What follows belongs to an exercise in optimizing a design on an open flow for small area, a short achievable clock period and few clock cycles per item; a production flow would make more cautious choices.
Only simulation tests tie the RTL to the original design; equivalence was not proved.
Power figures rest on the tool's default switching activity, not on a simulated workload.

## job 1475
Design flow_hash, start of the top module:
module flow_hash (
    input  wire         clk,
    input  wire         rst,         
    input  wire         in_valid,
    output wire         in_ready,
    input  wire [1:0]   in_op,       
    input  wire [3:0]   in_len,      
    input  wire         in_frag,     
    input  wire [31:0]  in_seed,
    input  wire [511:0] in_words,    
    output wire         out_valid,
    input  wire         out_ready,
    output wire [31:0]  out_hash
);
    wire [31:0] w0 = in_words[31:0];
    wire [31:0] w1 = in_words[63:32];
    wire [31:0] w2 = in_words[95:64];
    wire [31:0] w3 = in_words[127:96];
    wire [31:0] w4 = in_words[159:128];
    wire [31:0] w5 = in_words[191:160];
    wire [31:0] w6 = in_words[223:192];
    wire [31:0] w7 = in_words[255:224];
    wire [31:0] w8 = in_words[287:256];
    wire [31:0] w9 = in_words[319:288];
    wire [31:0] w10 = in_words[351:320];
    wire [31:0] w11 = in_words[383:352];
    wire [31:0] w12 = in_words[415:384];
    wire [31:0] w13 = in_words[447:416];
    wire [31:0] w14 = in_words[479:448];
    wire [31:0] w15 = in_words[511:480];
    wire op_hash = (in_op == 2'd0);
    wire op_hsy4 = (in_op == 2'd1);
    wire op_hsy6 = in_op[1];
    wire [31:0] cm = in_op[0] ? w1 : w4;
    wire [31:0] pw = in_op[0] ? w2 : w8;
    wire tgt, teq, mgt, meq, pgt;
    wire [31:0] ct_g0 = w0 & ~cm;
    wire [31:0] ct_e0 = ~(w0 ^ cm);
    wire [15:0] ct_g1, ct_e1;
    assign ct_g1[0] = ct_g0[1] | (ct_e0[1] & ct_g0[0]);
    assign ct_e1[0] = ct_e0[1] & ct_e0[0];
    assign ct_g1[1] = ct_g0[3] | (ct_e0[3] & ct_g0[2]);
    assign ct_e1[1] = ct_e0[3] & ct_e0[2];
    assign ct_g1[2] = ct_g0[5] | (ct_e0[5] & ct_g0[4]);
    assign ct_e1[2] = ct_e0[5] & ct_e0[4];
  ...
For scale: ~2800 cells after synthesis, about 22000 µm² of cells after synthesis.
Settings: LEC_CHECK=0, CAP_MARGIN=0, CORE_MARGIN=2, CORE_UTILIZATION=40, SETUP_SLACK_MARGIN=3.5, SLEW_MARGIN=0, TNS_END_PERCENT=100; clock period 8.0 ns.
standard.sh (not shown) runs the stock make flow with config.mk's settings and CLKGATE_MAP_FILE= SYNTH_SCRIPT=/design/flow/synth_recipe.tcl, a recipe that flattens the netlist after the stock synthesis.
==> flow/flow/run.sh <==
#!/bin/bash
# Own layout flow: the standard layout (standard.sh: ORFS synthesis to
# final layout, unchanged), except that the port buffers that global
# placement inserts on every input and output are the platform's smallest
# plain buffer (buf_1) instead of the clkdlybuf4s50_1 delay cell that
# buffer_ports picks by default.  Repair may still resize them.
set -euo pipefail
export BUFFER_PORTS_ARGS="-buffer_cell sky130_fd_sc_hd__buf_1"
bash standard.sh finish > standard_flow.log 2>&1
Testbench counts of job 1475, summed over its fixed seeds: cycles 9,624, items 9,600.
> inputs changed (job 1475 -> job 2247)
Settings: an added GPL_ROUTABILITY_DRIVEN of 0; a change of SETUP_SLACK_MARGIN from 3.5 to 3.6.
### Flow results
- In the flow results for job 2247 and job 1475, the maximum number of pins on one net before global-route repair is larger on job 1475.
- Changes observed in job 2247 relative to job 1475: sequential cell count of the final layout did not really move; layout cell share with drive strength beyond 1 went up; wire length the detailed router placed on met1 went down; antenna diode count went down; first-pass GRT wire length did not really move.
- Taking job 1475 as the reference, in job 2247 initial antenna violation count dropped 2, number of global-route vias before repair -0.46%, via count grew by 1.7%, final-layout clock buffer total ~0 delta.
--- input diff job 2247..job 3512 ---
Settings: SETUP_SLACK_MARGIN now 3.3, was 3.6.
Findings:
Compared to job 2247, job 3512 has overall power 5.4% lower.
Side by side, number of nets in the layout turned out lower in job 3512 than in job 2247.
Row total via count after detailed routing: job 3512 lower / job 2247 higher
From job 2247 to job 3512 the numbers moved as follows: number of antenna violations at the first check in global routing +4, design area -about 6%, critical path depth -1.
What job 9927 does differently from job 3512 at the input level:
Settings: GPL_ROUTABILITY_DRIVEN removed (was 0).
==> run summary <==
The power of job 9927 was inferior to that of job 3512.
Job 9927 ran to completion and came out clean on the timing, DRC and antenna checks.
Diff job 3512 -> job 9927: per-cell via count in the routed design fell by about 0.66%, placement-stage cell area closely matched the old numbers, first-pass iteration count of the detailed router now smaller.


Setup of old:
flow_hash, a different RTL version from the one above (not shown whole).
Size: roughly 110 flip-flops, about 590 I/O pins, ~22,000 um2 of cells after synthesis.
export LEC_CHECK = 0
export CAP_MARGIN = 0
export CORE_MARGIN = 2
export CORE_UTILIZATION = 45
export SETUP_SLACK_MARGIN = 3.4
export SLEW_MARGIN = 0
export TNS_END_PERCENT = 30
create_clock -name core_clock -period 8.0 [get_ports {clk}]
Scripts as last shown in full above: flow/flow/run.sh
Testbench counts of old, summed over its fixed seeds: cycles 9,624, items 9,600.
diff inputs: old => new
- swapping 45 for 40 in CORE_UTILIZATION
- swapping 3.4 for 3.6 in SETUP_SLACK_MARGIN
- swapping 30 for 20 in TNS_END_PERCENT
Notes after the runs:
Looking at post-CTS resize count across new and old, the one that comes out lower is new. Taking old as the reference point, the net switching power of the design of new falls by 4.8%. Of the two values seen for startpoint of the worst setup timing path, in_words[137] was produced by old and in_words[50] by new. Per the final summary, new finished and its layout is clean on timing, DRC and antenna. When new is measured against old, its cell depth of the worst setup path turns out 2 lower.


== raven ==
RTL: one of the versions met above, not the one the previous note started from.
Size: ~2800 cells after synthesis, ~110 flip-flops, about 590 I/O pins, about 22000 um^2 of cells after synthesis.
==> flow/config.mk <==
export PLATFORM = sky130hd
export DESIGN_NAME = flow_hash
export DESIGN_NICKNAME = flow_hash
export VERILOG_FILES = /design/flow/design.v
export SDC_FILE = /design/flow/constraint.sdc
export NUM_CORES = 4
export LEC_CHECK = 0
export CAP_MARGIN = 0
export CORE_MARGIN = 2
export CORE_UTILIZATION = 35
export SETUP_SLACK_MARGIN = 3.5
export SLEW_MARGIN = 0
export TNS_END_PERCENT = 100
==> flow/constraint.sdc <==
create_clock -name core_clock -period 8.0 [get_ports {clk}]
set_input_delay 1.6000 -clock core_clock [delete_from_list [all_inputs] [get_ports {clk}]]
set_output_delay 1.6000 -clock core_clock [all_outputs]
set_load 0.01 [all_outputs]
Scripts as last shown in full above: flow/flow/run.sh
Looking at the reports, raven completed the entire flow and the layout it produced met the timing, DRC and antenna checks.
Testbench counts of raven, summed over its fixed seeds: cycles 9,624, items 9,600.
What yarrow does differently from raven at the input level:
# raven
export LEC_CHECK = 0
export CAP_MARGIN = 0
export CORE_MARGIN = 2
export CORE_UTILIZATION = 35
export SETUP_SLACK_MARGIN = 3.5
export SLEW_MARGIN = 0
export TNS_END_PERCENT = 100
create_clock -name core_clock -period 8.0 [get_ports {clk}]
# yarrow
export LEC_CHECK = 0
export CAP_MARGIN = 0
export CORE_MARGIN = 2
export CORE_UTILIZATION = 40
export GPL_ROUTABILITY_DRIVEN = 0
export SETUP_SLACK_MARGIN = 3.5
export SLEW_MARGIN = 0
export TNS_END_PERCENT = 100
create_clock -name core_clock -period 8.0 [get_ports {clk}]
Results
Between raven and yarrow, area enclosed by the die boundary is higher for raven, yarrow comes in under that.
Clock network power share (higher): raven
raven → yarrow: overall power after layout -about 3.3%; area occupied by multi-input gates -390 um^2.
Edits applied to the flow inputs when going from yarrow to juniper:
# yarrow
export LEC_CHECK = 0
export CAP_MARGIN = 0
export CORE_MARGIN = 2
export CORE_UTILIZATION = 40
export GPL_ROUTABILITY_DRIVEN = 0
export SETUP_SLACK_MARGIN = 3.5
export SLEW_MARGIN = 0
export TNS_END_PERCENT = 100
create_clock -name core_clock -period 8.0 [get_ports {clk}]
# juniper
export LEC_CHECK = 0
export CAP_MARGIN = 0
export CELL_PAD_IN_SITES_DETAIL_PLACEMENT = 0
export CELL_PAD_IN_SITES_GLOBAL_PLACEMENT = 0
export CORE_MARGIN = 2
export CORE_UTILIZATION = 40
export SETUP_SLACK_MARGIN = 3.5
export SLEW_MARGIN = 0
export TNS_END_PERCENT = 100
create_clock -name core_clock -period 8.0 [get_ports {clk}]
Notes after the runs:
For yarrow, the end point of the critical path was g1[11]$_DFFE_PN_, unlike juniper, where it was g1[14]$_DFFE_PN_.
Post-route fraction of the period consumed by the critical path (higher): yarrow
NOTE power yarrow->juniper increased by a few percent
juniper contains more vias than yarrow.
The higher part of the total power dissipated in the clock network came out of yarrow.
Cmp juniper vs yarrow: number of filler instances in the final layout lower in juniper
Against yarrow, juniper comes in 1.7 points higher on global-route usage.
Against yarrow as the reference, juniper delivers a lower share of the final layout cell area in sequential cells.
Worst setup slack: higher on juniper
Higher final cell utilization of the core was reported by juniper, not yarrow.
Met1 wire length delta for juniper relative to yarrow: about 4.6% higher
Here is what was changed in the inputs of garnet compared with juniper.
# juniper
export LEC_CHECK = 0
export CAP_MARGIN = 0
export CELL_PAD_IN_SITES_DETAIL_PLACEMENT = 0
export CELL_PAD_IN_SITES_GLOBAL_PLACEMENT = 0
export CORE_MARGIN = 2
export CORE_UTILIZATION = 40
export SETUP_SLACK_MARGIN = 3.5
export SLEW_MARGIN = 0
export TNS_END_PERCENT = 100
create_clock -name core_clock -period 8.0 [get_ports {clk}]
# garnet
export LEC_CHECK = 0
export CAP_MARGIN = 0
export CORE_MARGIN = 2
export CORE_UTILIZATION = 40
export GPL_ROUTABILITY_DRIVEN = 0
export SETUP_SLACK_MARGIN = 3.4
export SLEW_MARGIN = 0
export TNS_END_PERCENT = 100
create_clock -name core_clock -period 8.0 [get_ports {clk}]
[summary]
garnet reached the end of the flow, and the finished layout is clean on the timing, DRC and antenna checks. Per the comparison of garnet with juniper, largest net degree at the start of global routing saw a decrease; largest voltage drop on the vdd net saw a decrease; multi-input gate area in the final layout saw a decrease; maximum achievable frequency saw a decrease; net load switching power saw a decrease. Setup slack deteriorates in garnet relative to juniper. In the reports for garnet and juniper, the larger final critical delay including setup and external delays belongs to garnet. garnet vs juniper, instance count: garnet lower. Going from juniper to garnet, post-route total power went down by about 1%, global-route usage -1.2 points, clock insertion delay at the later pin of the skew report held steady.

[port drivers added, routing unchanged]
In the flow no input, the clock included, has a driving cell. The finished layouts below were timed again as built, in two steps. Step 1: set_driving_cell puts a clkbuf_16 on clk and a buf_2 on each other input, an assumption about the parent block. Step 2, shift: input delay + t, output delay - t, t = (earliest + latest rising clock arrival at the registers) / 2. This alone moves slack from input paths to output paths. Three values: ideal, step 1, step 2; two values: the first two.
| run | t (ns) | slack for setup (ns) | worst setup path after step 2 | worst register clock-pin slew, ns |
|---|---|---|---|---|
| job 1475 | 0.424 | 3.452 / 3.285 / 2.861 | input to register | 0.09 / 0.09 |
| job 2247 | 0.422 | 3.322 / 3.275 / 2.853 | input to register | 0.09 / 0.09 |
| job 3512 | 0.407 | 3.158 / 3.173 / 2.765 | input to register | 0.10 / 0.10 |
| job 9927 | 0.416 | 3.268 / 3.171 / 2.755 | input to register | 0.10 / 0.10 |
| old | 0.453 | 3.201 / 2.943 / 2.490 | input to register | 0.09 / 0.09 |
| new | 0.414 | 3.188 / 2.989 / 2.575 | input to register | 0.08 / 0.08 |
| raven | 0.431 | 3.445 / 3.250 / 2.819 | input to register | 0.09 / 0.09 |
| yarrow | 0.414 | 3.403 / 3.339 / 2.925 | input to register | 0.09 / 0.09 |
| juniper | 0.424 | 3.452 / 3.285 / 2.861 | input to register | 0.09 / 0.09 |
| garnet | 0.415 | 3.324 / 3.208 / 2.793 | input to register | 0.09 / 0.09 |
After both steps setup and hold are still met in every run listed. The setup slack of old, which loses most, moves by -0.258 ns with the drivers and by -0.711 ns with both steps.
